This design comes from an exercise in tuning for small area, a short achievable clock period and few clock cycles per item on the open sky130 flow, not from production work. Function was checked by simulation only, so behaviour that the tests miss may differ from the original.

## flow/design.v (module list and top-level ports; edited modules follow where they fit)
// module lat_cell: 761 lines
module lat_cell (
    input  wire               clk,
    input  wire               rst,
    input  wire               start,
    output wire               ready,
    output reg                done,
    input  wire               cfg_invert,
    input  wire               cfg_dsrc,
    input  wire               cfg_aw,
    input  wire        [15:0] in_offset,
    input  wire signed [31:0] in_gain,
    input  wire signed [31:0] kp,
    input  wire signed [31:0] ki,
    input  wire signed [31:0] kd,
    input  wire        [15:0] alpha,
    input  wire signed [31:0] kt,
    input  wire signed [31:0] umin,
    input  wire signed [31:0] umax,
    input  wire signed [31:0] bias,
    input  wire signed [31:0] i_init,
    input  wire               hold,
    input  wire        [15:0] value,
    input  wire signed [31:0] tau,
    input  wire        [30:0] rate,
    input  wire               casc,
    input  wire signed [31:0] rho_src,
    input  wire               st_init,
    input  wire               st_done,
    input  wire signed [31:0] st_rho,
    input  wire signed [31:0] st_i,
    input  wire signed [31:0] st_dterm,
    input  wire signed [31:0] st_dprev,
    input  wire signed [31:0] st_u,
    output reg                o_init,
    output reg                o_done,
    output reg                o_ramping,
    output reg                o_event,
    output reg                o_satout,
    output reg          [4:0] o_sat,
    output reg  signed [31:0] o_rho,
    output reg  signed [31:0] o_i,
    output reg  signed [31:0] o_dterm,
    output reg  signed [31:0] o_dprev,
    output reg  signed [31:0] o_u
);
  // ...
==> flow/flow/run.sh <==
#!/bin/bash
set -o pipefail
export SETUP_SLACK_MARGIN=15
export BUFFER_PORTS_ARGS="-buffer_cell sky130_fd_sc_hd__buf_1"
bash standard.sh > standard.log 2>&1
==> flow/standard.sh <==
#!/bin/bash
# synth_recipe.tcl (not shown) runs the flow's synth.tcl, then flattens the netlist and writes it again
# the make line also repeats each setting of config.mk as NAME=value (left out here)
make -C /OpenROAD-flow-scripts/flow DESIGN_CONFIG=/design/flow/config.mk WORK_HOME=/design/flow/orfs CLKGATE_MAP_FILE= SYNTH_SCRIPT=/design/flow/synth_recipe.tcl "${@:-finish}"
==> flow/config.mk <==
export PLATFORM = sky130hd
export DESIGN_NAME = lat_cell
export DESIGN_NICKNAME = lat_cell
export VERILOG_FILES = /design/flow/design.v
export SDC_FILE = /design/flow/constraint.sdc
export NUM_CORES = 4
export LEC_CHECK = 0
export ABC_AREA = 1
export CAP_MARGIN = 25
export CORE_MARGIN = 2
export CORE_UTILIZATION = 40
export SLEW_MARGIN = 20
==> flow/constraint.sdc <==
create_clock -name core_clock -period 24.0 [get_ports {clk}]
set_input_delay 4.8000 -clock core_clock [delete_from_list [all_inputs] [get_ports {clk}]]
set_output_delay 4.8000 -clock core_clock [all_outputs]
set_load 0.01 [all_outputs]
==> results.json, run 1 <==
{
  "status": "no timing/DRC/antenna violations",
  "arrival_ps": 9800,
  "hpwl_mm": 383.5,
  "crit_required_ps": 24630,
  "buffers": 1295,
  "die_h_um": 414.6,
  "clk_latency_ps": 740,
  "synthFlopType": "dfxtp_1",
  "met1_usage_pct": 60.13,
  "clkTransAtPathRegs_ps": 70,
  "synth_top_cells_by_count": "2110 x nand2_1, 1581 x inv_1, 924 x o21ai_0, 821 x a21oi_1, 721 x nor2_1",
  "rsz0062_at_grt": "false",
  "fin_nets": 12683,
  "fin_worst_hold_slack_ps": 522.7,
  "multi_input_area_share_pct": 66.77,
  "mostFrequentLayoutCells": "1944 x nand2_1, 1520 x inv_1, 839 x o21ai_0",
  "core_area_mm2": 0.1674,
  "top_usage_layer": "met2",
  "crit_chain": "buf_1 > a221oi_1 > o221ai_1 > xor2_1 > ha_2 > a21oi_1 > inv_1 > a31oi_1 > inv_1 > a21oi_2 > o221a_2 > nand3_2 > nand2_4 > nand2_8 > a21oi_2 > nand2_1 > o21ai_4 > nand2_1 > a21oi_4",
  "route.met2.wl_mm": 198.8,
  "final.setup.worst_slack_ps": 14820,
  "root_buffer": "clkbuf_16",
  "ant_nets": 0,
  "synth_compound_area_share_pct": 22.68,
  "n_all_inverters": 1644
}
Testbench counts, summed over its fixed seeds: cycles 24,228, items 3,200.
==> run 2: changes to the inputs <==
--- a/flow/design.v
+++ b/flow/design.v
@@ -578,16 +578,17 @@
     wire t989 = t870 ^ pp_r[509] ^ pp_r[541], t990 = (t870 & pp_r[509]) | (t870 & pp_r[541]) | (pp_r[509] & pp_r[541]);
     wire t991 = pp_r[542] ^ 1'b1, t992 = pp_r[542] & 1'b1;
     wire [63:0] tree_a = {t992, t990, t988, t986, t984, t982, t980, t978, t976, t974, t972, t970, t968, t966, t964, t962, t960, t958, t956, t954, t952, t950, t948, t946, t944, t942, t940, t938, t936, t934, t932, t930, t928, t926, t924, t922, t920, t918, t916, t914, t912, t910, t908, t906, t904, t902, t900, t898, t896, t894, t892, t890, t888, t886, t884, t882, t880, t878, t876, t874, t872, t871, pp_r[1], pp_r[0]};
     wire [63:0] tree_b = {pp_r[543], t991, t989, t987, t985, t983, t981, t979, t977, t975, t973, t971, t969, t967, t965, t963, t961, t959, t957, t955, t953, t951, t949, t947, t945, t943, t941, t939, t937, t935, t933, t931, t929, t927, t925, t923, t921, t919, t917, t915, t913, t911, t909, t907, t905, t903, t901, t899, t897, t895, t893, t891, t889, t887, t885, t883, t881, t879, t877, t875, t873, pp_n[1], 1'b0, pp_n[0]};
     wire        [63:0] mul_p = tree_a + tree_b;
     wire               mul_ovf = ~(&mul_p[63:54]) & (|mul_p[63:54]);
     wire        [31:0] mul_q   = mul_ovf ? (mul_p[63] ? QMIN : QMAX) : mul_p[54:23];
     reg         [31:0] m_r;       
+    reg         [31:0] umin_r, umax_r, bias_r;
     reg                ms_r;      
     reg         [31:0] v_r;       
     wire        [16:0] val_d  = {1'b0, value} - {1'b0, in_offset};
     wire        [31:0] rho_n = (~c_casc & c_first) ? m_r : o_rho;
     wire        [31:0] e_x   = c_inv ? m_r : rho_n;
     wire        [31:0] e_z   = c_inv ? rho_n : m_r;
     wire        [32:0] ra = s0 ? {tau[31], tau} : s5 ? {v_r[31], v_r} : {r_neg, v_r};
     wire        [32:0] rb = s0 ? {st_rho[31], st_rho} : s5 ? {v_s[31], v_s[31:0]} : {2'b00, rate};
@@ -595,56 +596,56 @@
     wire        [33:0] r_sum = {ra[32], ra} + ({rb[32], rb} ^ {34{rsub}}) + {33'd0, rsub};
     wire        [31:0] va = s5 ? o_dterm : o_i;
     wire        [32:0] v_sum = {va[31], va} + {m_r[31], m_r};
     wire        [32:0] v_s   = sat33(v_sum);
     wire        [32:0] e_sum = {e_x[31], e_x} - {e_z[31], e_z};
     wire        [32:0] e_s   = sat33(e_sum);
     wire        [33:0] t_a = {{2{v_r[31]}}, v_r};
     wire        [33:0] t_b = {{2{v_s[31]}}, v_s[31:0]};
-    wire        [33:0] t_c = {{2{bias[31]}}, bias};
+    wire        [33:0] t_c = {{2{bias_r[31]}}, bias_r};
     wire        [33:0] t_s = t_a ^ t_b ^ t_c;
     wire        [33:0] t_k = {(t_a[32:0] & t_b[32:0]) | (t_a[32:0] & t_c[32:0]) | (t_b[32:0] & t_c[32:0]), 1'b0};
     wire        [33:0] da = ({34{s0}} & {{2{i_init[31]}}, i_init}) | ({34{s1}} & {{2{st_rho[31]}}, st_rho})
                           | ({34{s2}} & {e_s[31], e_s[31], e_s[31:0]}) | ({34{s3}} & {{2{o_dprev[31]}}, o_dprev})
                           | ({34{s5}} & t_s);
     wire        [33:0] db = ({34{s0}} & {{2{bias[31]}}, bias}) | ({34{s1}} & {3'd0, rate})
                           | ({34{s2}} & {{2{rho_n[31]}}, rho_n}) | ({34{s3}} & {{2{st_dprev[31]}}, st_dprev})
                           | ({34{s5}} & t_k);
     wire               dsub = (s1 & r_neg) | (s2 & ~c_inv) | s3;
     wire        [33:0] d_sum = da + (db ^ {34{dsub}}) + {33'd0, dsub};
     wire        [32:0] d_s   = sat33(d_sum[32:0]);
-    wire        [31:0] b_dec = {1'b0, bias[30:0]} - 32'd1;           
+    wire        [31:0] b_dec = {1'b0, bias_r[30:0]} - 32'd1;           
     wire               v2_hi = ~r_sum[32] & r_sum[31];
     wire               v2_lo = r_sum[32] & ~r_sum[31];
     wire               t_ov  = (d_sum[33] != d_sum[32]) | (d_sum[32] != d_sum[31]);
-    wire        [32:0] v3_s  = v2_hi ? (bias[31] ? {1'b0, b_dec} : {|bias[30:0], QMAX})
-                             : v2_lo ? (bias[31] ? {1'b1, QMIN} : {1'b0, 1'b1, bias[30:0]})
+    wire        [32:0] v3_s  = v2_hi ? (bias_r[31] ? {1'b0, b_dec} : {|bias_r[30:0], QMAX})
+                             : v2_lo ? (bias_r[31] ? {1'b1, QMIN} : {1'b0, 1'b1, bias_r[30:0]})
                              : t_ov  ? {1'b1, d_sum[33] ? QMIN : QMAX}
                              :         {1'b0, d_sum[31:0]};
     wire               rp_hit = (rate == 31'd0) |
                                 (r_neg ? ~r_sum[33] : (r_sum[33] | (r_sum == 34'd0)));
     wire        [31:0] rho_1  = c_casc ? rho_src
                               : c_first ? st_rho
                               : rp_hit ? tau : d_sum[31:0];
     wire               own_h  = ~c_casc & ~c_first;
     wire        [31:0] d_n   = c_dsrc ? d_s[31:0] : e_s[31:0];
     wire               d_sat = c_dsrc & d_s[32];
     wire        [32:0] dd_s  = c_first ? 33'd0 : d_s;
     wire        [31:0] cl_x  = s6 ? v_r : o_i;
-    wire        [32:0] cl_dl = {umin[31], umin} - {cl_x[31], cl_x};
-    wire        [32:0] cl_dh = {umax[31], umax} - {cl_x[31], cl_x};
+    wire        [32:0] cl_dl = {umin_r[31], umin_r} - {cl_x[31], cl_x};
+    wire        [32:0] cl_dh = {umax_r[31], umax_r} - {cl_x[31], cl_x};
     wire               cl_lo = ~cl_dl[32] & (|cl_dl);
     wire               cl_hi = cl_dh[32];
-    wire        [31:0] cl_q  = clamp(cl_x, umin, umax, cl_lo, cl_hi);
+    wire        [31:0] cl_q  = clamp(cl_x, umin_r, umax_r, cl_lo, cl_hi);
     wire        [32:0] uv_s  = cl_hi ? sat33(cl_dh) : (cl_lo ? sat33(cl_dl) : 33'd0);
     wire        [32:0] ia_s  = v_s;
-    wire               ia_lo = $signed(ia_s[31:0]) < $signed(umin);
-    wire               ia_hi = $signed(ia_s[31:0]) > $signed(umax);
-    wire        [31:0] ia_q  = clamp(ia_s[31:0], umin, umax, ia_lo, ia_hi);
+    wire               ia_lo = $signed(ia_s[31:0]) < $signed(umin_r);
+    wire               ia_hi = $signed(ia_s[31:0]) > $signed(umax_r);
+    wire        [31:0] ia_q  = clamp(ia_s[31:0], umin_r, umax_r, ia_lo, ia_hi);
     wire               stop  = (cl_hi & ~m_r[31] & (|m_r[30:0])) | (cl_lo & m_r[31]);
     wire         [4:0] sat_acc = o_sat + {4'd0, ms_r & ~s7} + {4'd0, f_r[0]} + {4'd0, f_r[1]} + {4'd0, f_r[2]};
     wire               at_tau = (o_rho == tau);
     always @(posedge clk) begin
         if (rst) begin
             s0 <= 1'b1;
             {s1, s2, s3, s4, s5, s6, s7, s8} <= 8'd0;
             done <= 1'b0;
@@ -669,16 +670,19 @@
             end
             if (s7) s8 <= 1'b1;
             if (s8) begin done <= 1'b1; s0 <= 1'b1; end
         end
     end
     always @(posedge clk) begin
         ms_r <= mul_ovf;
         m_r  <= mul_q;
+        umin_r <= umin;
+        umax_r <= umax;
+        bias_r <= bias;
         opa  <= s0 ? in_gain
               : s1 ? (c_first ? 32'd0 : st_dterm)
               : s2 ? kp
               : s3 ? kd
               : s4 ? ki : kt;
         opb  <= s0 ? {{8{val_d[16]}}, val_d, 7'd0}
               : s1 ? {9'd0, alpha, 7'd0}
               : s2 ? e_s[31:0]
==> results.json, run 2 <==
{
  "status": "no timing/DRC/antenna violations",
  "clock_path_buffers": 3,
  "synth_seq_cells": 414,
  "min_path_cells": 2,
  "synth_nets": 12047,
  "reg2reg_depth": 44,
  "grt_overflow": 0,
  "synth_async_sr_flop_share_pct": 0,
  "hold_buffers": 0,
  "vias": 87733,
  "period_minus_slack_ps": 9142,
  "cp_max_fo": 15,
  "cp_common_cell": "nand2_1",
  "arrival_ps": 9730,
  "hpwl_mm": 379.7,
  "yosysTopAreaCell": "fa_1",
  "die-area_mm2": 0.1767,
  "drive_above_1_share_pct": 11.08,
  "drt_iter0_drc": 13489,
  "syn_inst": 10570,
  "fin_crit_sh_pct": 38.09,
  "yosys_warnings": 1,
  "grt_pass1_vias": 81322,
  "r2r_setup_slack_ps": 14860,
  "hold_viol": 0,
  "syn_avg_cell_area_um2": 6.559,
  "io_pins": 773,
  "setup_viol": 0,
  "grt_usage_pct": 52.74,
  "synth_top_cells_by_count": "2209 x nand2_1, 1579 x inv_1, 908 x o21ai_0, 821 x a21oi_1, 735 x nor2_1",
  "critPathLaunchType": "flop",
  "antenna_found_initial": 50,
  "seqCellArea_mm2": 0.009723,
  "slowest_stage": "mux2i_1",
  "mostFrequentLayoutCells": "2067 x nand2_1, 1517 x inv_1, 833 x o21ai_0",
  "synth_area_mm2": 0.06933,
  "grt_pass1_wl_mm": 646.6,
  "viasPerCell": 6.410,
  "rsz0062_at_grt": "true",
  "clk_latency_ps": 740,
  "place.port_buffers": 772,
  "final_common_cell": "nand2_1",
  "synth_top_area_share_pct": 13.40,
  "slew_violations": 0,
  "setup_tns_ps": 0,
  "drc": 0,
  "cts.sinks": 414,
  "slew_headroom_pct": 20.53,
  "die_h_um": 420.3,
  "wirelength_mm": 492.3,
  "synthFlopType": "dfxtp_1",
  "synth.most_common_cell": "nand2_1",
  "gp_congestion": 1.142,
  "die_w_um": 420.3,
  "root_buffer": "clkbuf_16",
  "path_class": "reg2reg",
  "stdcell_count": 13686,
  "numCtsBuffers": 55,
  "utilization_pct": 48.13,
  "wl_per_cell_um": 35.97,
  "ys_types": 65,
  "critPathMaxStageDelay_ps": 790,
  "dp_cells": 13262,
  "finalClockSkew_ps": 53.62,
  "synth-edff-count": 138,
  "dr.pass1.iters": 18,
  "std_cell_rows": 152,
  "max_slew.worst_pin.slew_ps": 1191,
  "clkTransAtPathRegs_ps": 70,
  "core_area_mm2": 0.1719,
  "yosys-top-cells-area": "fa_1 13%, nand2_1 12%, inv_1 8.5%",
  "tritoncts": "yes",
  "drv_cap": 0,
  "cts_max_level": 2,
  "initial_core_util_pct": 40.33,
  "worstHoldPathType": "reg2reg",
  "grt_max_degree": 104,
  "fin_nets": 12773,
  "fmax_ghz": 0.1094,
  "multiInputGateArea_mm2": 0.05396,
  "crit_required_ps": 24590,
  "worstSetupEndpointType": "flop",
  "syn_to_final_growth_pct": 19.35,
  "fillers": 18096,
  "ant_nets": 0,
  "yosysSeqAreaShare_pct": 13.95
}
-- run 2: cell count changes after synthesis, moves of 14 or more --
cell	previous run	this run
a31oi_1	95	109
o21ai_0	924	908
nand2_1	2110	2209
nand4_1	54	69
dfxtp_1	180	276
nor2_1	721	735
nand3_1	477	417
o21bai_1	32	18
-- run 2: kinds of logic (layout without fill, tap and decap cells) --
group                    Yosys count  after routing  synth area share (%)
AO/OA/AOI/OAI                   2661           2662                 21.86
XOR/XNOR                         719            719                 9.105
adder cells (fa/ha/maj)          879            879                 20.88
buffers and inverters           2228           2986                 12.24
flip-flops                       414            414                 13.95
multiplexers                      29             29                0.4187
other                              0             33                     0
AND/OR/NAND/NOR                 3640           3654                 21.55
-- run 2: final cells by class --
type	instances	area share, %
Multi-Input combinational cell	7943	65.21
Clock inverter	38	0.4264
Antenna cell	33	0.09980
Tap cell	2310	3.493
Sequential cell	414	11.75
Timing Repair Buffer	1240	9.435
Inverter	1637	7.684
Timing Repair inverter	5	0.04990
Clock buffer	66	1.852
-- run 2: routing by layer --
layer	global-route usage [%]	part of all wire [%]	vias to the layer above
li1	-	-	36188
met1	59.41	33	41591
met2	77.51	41	7510
met3	15.59	12	2440
met4	54.11	13	4
met5	0.08336	0.0075	-
-- run 2: final timing paths --
path,to,from
worst max-delay path,opb[16],c_first
worst max register to register,opb[16],c_first
worst min register to register,o_init,o_init
worst min-delay path,o_init,o_init
-- run 2: metrics by stage --
stage,hold WS [ps],setup slack (ps),instance area [um^2]
after floorplan,423.8,15490,69330
after global placement,454.9,10970,74540
after detailed placement,471.3,10840,74680
after CTS,473.6,14920,79340
after global routing,502.9,14910,82700
final,493.7,14860,82750
-- run 2: repair_timing --
| action | in CTS | in global routing |
|---|---|---|
| setup buffers | 110 | 127 |
| resized for setup | 406 | 468 |
| pin swaps | 54 | 120 |
| endpoints found under the setup margin | 234 | 227 |
| cloned | 18 | 25 |
-- run 2: critical path: cells and delay by family (launching register included) --
family                     cells  cell delay (ps)
and+or+nand+nor               20             2490
buffers and inverters          8             1240
DFF                            1              490
AOI/OAI and AO/OA             10             2290
muxes                          1              790
adders and majority gates      3             1190
xor gates and xnor gates       2              410
Testbench counts of run 2, summed over its fixed seeds: cycles 24,228, items 3,200.
==> run 3: changes to the inputs <==
==> flow/flow/run.sh (replaced) <==
#!/bin/bash
set -o pipefail
export SETUP_SLACK_MARGIN=14.5
export BUFFER_PORTS_ARGS="-buffer_cell sky130_fd_sc_hd__buf_1"
bash standard.sh > standard.log 2>&1
==> results.json, run 3 <==
{
  "max_slew.worst_pin.slew_ps": 1261,
  "synth.most_common_cell": "nand2_1",
  "std_cell_rows": 152,
  "reg2reg_depth": 35,
  "critPathMaxStageDelay_ps": 980,
  "core_area_mm2": 0.1719,
  "path_class": "reg2reg",
  "yosysSeqAreaShare_pct": 13.95,
  "grt_pass1_vias": 80704,
  "yosys-top-cells-area": "fa_1 13%, nand2_1 12%, inv_1 8.5%",
  "cts.sinks": 414,
  "clock_path_buffers": 3,
  "status": "no timing/DRC/antenna violations",
  "drive_above_1_share_pct": 8.300,
  "drc": 0,
  "synth_seq_cells": 414,
  "period_minus_slack_ps": 9779,
  "fmax_ghz": 0.1023,
  "die-area_mm2": 0.1767,
  "yosysTopAreaCell": "fa_1",
  "finalClockSkew_ps": 62.40,
  "worstHoldPathType": "reg2reg",
  "wl_per_cell_um": 35.55,
  "gp_congestion": 1.142,
  "hpwl_mm": 379.7,
  "fillers": 18364,
  "viasPerCell": 6.371,
  "synth_top_cells_by_count": "2209 x nand2_1, 1579 x inv_1, 908 x o21ai_0, 821 x a21oi_1, 735 x nor2_1",
  "fin_nets": 12647,
  "ys_types": 65,
  "clk_latency_ps": 750,
  "ant_nets": 0,
  "die_w_um": 420.3,
  "setup_viol": 0,
  "hold_buffers": 0,
  "numCtsBuffers": 55,
  "synth_top_area_share_pct": 13.40,
  "yosys_warnings": 1,
  "synthFlopType": "dfxtp_1",
  "grt_max_degree": 104,
  "tritoncts": "yes",
  "slew_violations": 0,
  "fin_area_mm2": 0.07978,
  "cp_common_cell": "nand2_1",
  "mostFrequentLayoutCells": "2124 x nand2_1, 1539 x inv_1, 865 x o21ai_0",
  "syn_inst": 10570,
  "cp_max_fo": 51,
  "slew_headroom_pct": 15.96,
  "synth_area_mm2": 0.06933,
  "grt_usage_pct": 52.27,
  "io_pins": 773,
  "antenna_found_initial": 49,
  "place_ws_ps": 10840,
  "fin_crit_sh_pct": 40.75,
  "dr.pass1.iters": 16,
  "worstSetupEndpointType": "flop",
  "min_path_cells": 2,
  "critPathLaunchType": "flop",
  "clkTransAtPathRegs_ps": 70,
  "synth_nets": 12047,
  "final.setup.worst_slack_ps": 14220,
  "drt_iter0_drc": 12991,
  "slowest_stage": "a21oi_1",
  "syn_avg_cell_area_um2": 6.559,
  "rsz0062_at_grt": "false",
  "crit_required_ps": 24440,
  "grt_overflow": 0,
  "grt_pass1_wl_mm": 641.3,
  "hold_viol": 0,
  "arrival_ps": 10220,
  "fin_worst_hold_slack_ps": 489.2,
  "drv_cap": 0,
  "final_common_cell": "nand2_1",
  "initial_core_util_pct": 40.33,
  "setup_tns_ps": 0,
  "synth_async_sr_flop_share_pct": 0,
  "placed_cell_area_mm2": 0.07468,
  "cts_max_level": 2,
  "wirelength_mm": 481.9,
  "place.port_buffers": 772,
  "root_buffer": "clkbuf_16",
  "die_h_um": 420.3,
  "synth-edff-count": 138,
  "vias": 86348,
  "syn_to_final_growth_pct": 15.07
}
==> run 3: changes by cell type in the layout (fill, tap and decap cells not counted), sizes merged, moves of 4 or more <==
cell / delta
clkbuf: -27
diode: -7
buf: -93
inv: +4
clkinvlp: -8
==> run 3: repair_timing <==
action,4_1_cts,5_1_grt
pin swaps,17,48
setup endpoints to repair,230,226
setup buffers,43,95
resized for setup,222,235
gates cloned,9,10
==> run 3: worst paths after layout <==
| kind | startpoint | end | slack [ps] |
|---|---|---|---|
| setup / recovery | s5 | o_dprev[24] | 14220 |
| hold reg to reg | o_init | o_init | 490 |
| hold / removal | o_init | o_init | 490 |
| setup reg to reg | s5 | o_dprev[24] | 14220 |
==> run 3: layer usage <==
metal / routed length [um] / global-route usage, %
met5: 92 / 0
met1: 163000 / 59.25
met3: 57780 / 14.54
met4: 63010 / 53.37
met2: 197900 / 77.17
==> run 3: stage by stage <==
stage	std cells	util (%)
after global routing	13540	46.39
after detailed placement	13262	43.44
after CTS	13418	45.34
after floorplan	10570	-
final	13553	46.40
after global placement	13252	43.36
==> run 3: area by class of cell <==
class | instances | area, um^2 | area share [%]
inverters | 1637 | 6306 | 7.904
clock buffers | 66 | 1533 | 1.921
multi-input cells | 7940 | 52790 | 66.17
clock inverters | 38 | 352.8 | 0.4423
flip-flops and latches | 414 | 9706 | 12.17
diodes | 26 | 65.06 | 0.08155
repair buffers | 1119 | 6112 | 7.661
repair inverters | 3 | 23.77 | 0.02980
well taps | 2310 | 2890 | 3.623
==> run 3: kinds of logic after synthesis <==
| logic type | after synthesis | share of synthesized area, % |
|---|---|---|
| compound gates | 2661 | 21.86 |
| xor+xnor | 719 | 9.105 |
| fa+ha+maj | 879 | 20.88 |
| buf+inv | 2228 | 12.24 |
| flops | 414 | 13.95 |
| mux | 29 | 0.4187 |
| simple gates | 3640 | 21.55 |
==> run 3: critical path, delay by kind of cell, from the launching register on <==
family / cells / cell delay [ps]
AOI/OAI and AO/OA: 10 / 2960
xor gates and xnor gates: 1 / 570
adders and majority gates: 4 / 1680
buffers and inverters: 8 / 1900
DFF: 1 / 430
and+or+nand+nor: 12 / 1810

static timing again, ports no longer ideal:
In the flow no input, the clock included, has a driving cell. The finished layouts below were timed again as built, in two steps.
Step 1 assumes that a clkbuf_16 drives the clock port and a buf_2 every other input.
Step 2 times the ports against the registers' clock, not the clock port: input delays grow and output delays shrink by t, the midpoint of the rising clock arrivals with the driver on.
Three values: no drivers, after step 1, after step 2; two values: the first two.
| run | shift t [ns] | slack for setup (ns) | worst hold slack (ns) | worst setup path after step 2 | pins driven straight from the clock port |
|---|---|---|---|---|---|
| run 1 | 0.807 | 14.824 / 14.888 / 14.080 | 0.523 / 0.523 / 0.523 | input to register | 1 |
| run 2 | 0.804 | 14.858 / 14.858 / 14.278 | 0.494 / 0.494 / 0.494 | input to register | 1 |
| run 3 | 0.809 | 14.221 / 14.221 / 13.669 | 0.489 / 0.489 / 0.489 | input to register | 1 |
After both steps every run listed still meets setup and hold. For run 1, which loses most, drivers alone change the setup slack by +0.064 ns; drivers and shift together by -0.744 ns.
